Source: an optimization exercise on an open RTL-to-GDS flow (aim: small area, a short achievable clock period and few clock cycles per item). Production flows keep margins and buffers that such runs may drop.
Function was checked by simulation only, so behaviour that the tests miss may differ from the original.

Design layer_blend, start of the top module:
module layer_blend (
    input  wire        clk,
    input  wire        rst,
    input  wire        cfg_we,
    input  wire        cfg_addr,
    input  wire [31:0] cfg_wdata,
    input  wire        in_valid,
    output wire        in_ready,
    input  wire [11:0] fg_y,
    input  wire [11:0] fg_cb,
    input  wire [11:0] fg_cr,
    input  wire [10:0] fg_a,
    input  wire [11:0] key_y,
    input  wire [11:0] bg_y,
    input  wire [11:0] bg_cb,
    input  wire [11:0] bg_cr,
    output reg         out_valid,
    input  wire        out_ready,
    output reg  [11:0] out_y,
    output reg  [11:0] out_cb,
    output reg  [11:0] out_cr
);
For scale: about 4000 cells after synthesis, about 380 flip-flops, ~170 I/O pins.
clock: 95.0 ns
lec_check: 0
abc_area: 1
cap_margin: 20
core_margin: 2
core_utilization: 40
cts_cluster_diameter: 100
cts_cluster_size: 28
slew_margin: 20
synth_hierarchical: 1
synth_minimum_keep_size: 0
standard.sh (not shown) runs the stock make flow with config.mk's settings and CLKGATE_MAP_FILE= SYNTH_SCRIPT=/design/flow/synth_recipe.tcl, a recipe that flattens the netlist after the stock synthesis.
==> flow/flow/run.sh <==
#!/bin/bash
# The standard layout, with plain buf_2 cells as the port buffers instead of
# the delay buffers that buffer_ports picks by default.
set -euo pipefail
export BUFFER_PORTS_ARGS="-buffer_cell sky130_fd_sc_hd__buf_2"
bash standard.sh > standard_flow.log 2>&1
Testbench counts at the start, summed over its fixed seeds: cycles 24,768, items 24,576.
Next try:
- ABC_AREA: 1 -> unset
- CORE_UTILIZATION: 40 -> 65
- CTS_BUF_LIST: unset -> sky130_fd_sc_hd__clkbuf_8
- CTS_CLUSTER_DIAMETER: 100 -> unset
- CTS_CLUSTER_SIZE: 28 -> 30
After rerunning: Cell count came out lower by about 13%; cell area came out higher by 0.66%; fmax stays flat; via count came out higher by about 1.8%.
Next try:
- CORE_UTILIZATION: 65 -> 40
- CTS_CLUSTER_SIZE: 30 -> unset
=> Core utilization shrinks by 27 points; wire length grows by a few percent; setup slack is better by 0.022 ns; cell area grows slightly; synthesized cell count does not change; clock-buffer cell count grows by 8; worst hold slack is worse by 0.030 ns.
Next try:
- ABC_AREA: unset -> 1
- CAP_MARGIN: 20 -> 0
- CORE_UTILIZATION: 40 -> 60
- CTS_BUF_LIST: sky130_fd_sc_hd__clkbuf_8 -> unset
- CTS_CLUSTER_DIAMETER: unset -> 80
- CTS_CLUSTER_SIZE: unset -> 22
- SLEW_MARGIN: 20 -> 0
With this change the flow produced a layout that fails on max-capacitance violations, max-slew violations.
Die area goes down by 33%.
Final cell count goes down by 3.3%.
Next try:
- ABC_AREA: 1 -> unset
- CAP_MARGIN: 0 -> 20
- CORE_UTILIZATION: 60 -> 65
- CTS_CLUSTER_DIAMETER: 80 -> unset
- CTS_CLUSTER_SIZE: 22 -> unset
- SLEW_MARGIN: 0 -> 20
Outcome: With this change the flow completed without violations; final area came out higher by 2.2%; critical path depth came out lower by 4; hold slack loses 0.0057 ns; setup slack gains 0.028 ns; routed wire length came out lower by 0.77%; count of clock-buffer cells in the layout came out higher by 21; area after synthesis came out higher by 0.62%.


Starting RTL as in the previous note.
export LEC_CHECK = 0
export ABC_AREA = 1
export CAP_MARGIN = 20
export CORE_MARGIN = 2
export CORE_UTILIZATION = 60
export SLEW_MARGIN = 20
export SYNTH_HIERARCHICAL = 1
export SYNTH_MINIMUM_KEEP_SIZE = 0
create_clock -name core_clock -period 95.0 [get_ports {clk}]
Scripts as last shown in full above: flow/flow/run.sh
Testbench counts at the start, summed over its fixed seeds: cycles 24,768, items 24,576.
Rerun with:
- ABC_AREA: 1 -> unset
- CORE_UTILIZATION: 60 -> 40
Outcome: Final area climbs by 2.9%. Clock skew is about the same. Fmax barely changes. Synthesized cell count drops by 7.9%. Die area climbs by 50%.
Rerun with:
- ABC_AREA: unset -> 1
- CAP_MARGIN: 20 -> 0
- CTS_CLUSTER_DIAMETER: unset -> 80
- CTS_CLUSTER_SIZE: unset -> 22
- SLEW_MARGIN: 20 -> 0
What happened: Routed wire length stays flat. First-iteration DRC count goes down by 5.7%. Die area goes down by about 0.6%. Design area goes down by 2.4%. Hold slack gains 0.0080 ns. Setup slack loses 0.061 ns. Non-clock buffer count goes down by 19. Via count goes up by 2.1%. Critical path depth does not change.


Setup of v6:
layer_blend again, from the RTL that the note above started with.
==> flow/config.mk <==
export PLATFORM = sky130hd
export DESIGN_NAME = layer_blend
export DESIGN_NICKNAME = layer_blend
export VERILOG_FILES = /design/flow/design.v
export SDC_FILE = /design/flow/constraint.sdc
export NUM_CORES = 4
export LEC_CHECK = 0
export ABC_AREA = 1
export CAP_MARGIN = 20
export CORE_MARGIN = 2
export CORE_UTILIZATION = 40
export SLEW_MARGIN = 20
export SYNTH_HIERARCHICAL = 1
export SYNTH_MINIMUM_KEEP_SIZE = 0
==> flow/constraint.sdc <==
create_clock -name core_clock -period 95.0 [get_ports {clk}]
set_input_delay 19.0000 -clock core_clock [delete_from_list [all_inputs] [get_ports {clk}]]
set_output_delay 19.0000 -clock core_clock [all_outputs]
set_load 0.01 [all_outputs]
Scripts as last shown in full above: flow/flow/run.sh
v6 went all the way through synthesis, placement and routing and the layout is clean on timing, DRC and antenna.
Testbench counts of v6, summed over its fixed seeds: cycles 24,768, items 24,576.
What v7 does differently from v6 at the input level:
- putting CTS_CLUSTER_SIZE at 22 where nothing was set
- putting CTS_CLUSTER_DIAMETER at 80 where nothing was set
## What came out
Compared with v6, in v7 area overhead of the layout relative to synthesis lower, global-route wire length before repair dropped about 0.5%, overall via count from detail_route went down 219, final critical path time including I/O delays and setup increased by 0.036 ns relative to the old numbers.

what the ideal ports hide:
The results above use ideal ports. As a check the final layouts listed here were re-extracted and re-timed, cells and wires unchanged. Step 1: set_driving_cell puts a clkbuf_16 on clk and a buf_2 on each other input, an assumption about the parent block. Step 2 times the ports against the registers' clock, not the clock port: input delays grow and output delays shrink by t, the midpoint of the rising clock arrivals with the driver on. a / b / c = ideal / step 1 / step 2; a / b = the first two.
run	shift t [ns]	slack for setup (ns)	hold slack, ns
the first run of note 1	0.679	74.773 / 74.707 / 74.433	0.405 / 0.405 / 0.405
the second run of note 1	0.732	74.758 / 74.702 / 74.550	0.408 / 0.408 / 0.408
the third run of note 1	0.722	74.780 / 74.720 / 74.751	0.377 / 0.377 / 0.377
the fourth run of note 1	0.659	74.820 / 74.768 / 74.204	0.419 / 0.419 / 0.419
the fifth run of note 1	0.647	74.847 / 74.785 / 74.554	0.414 / 0.414 / 0.414
the first run of note 2	0.641	74.844 / 74.801 / 74.244	0.399 / 0.399 / 0.399
the second run of note 2	0.657	74.843 / 74.782 / 74.759	0.389 / 0.389 / 0.389
the third run of note 2	0.692	74.781 / 74.711 / 74.387	0.397 / 0.397 / 0.397
v6	0.679	74.816 / 74.750 / 74.407	0.410 / 0.410 / 0.410
v7	0.693	74.780 / 74.710 / 74.383	0.397 / 0.397 / 0.397
For the fourth run of note 1, which loses most, drivers alone change the setup slack by -0.052 ns; drivers and shift together by -0.616 ns.
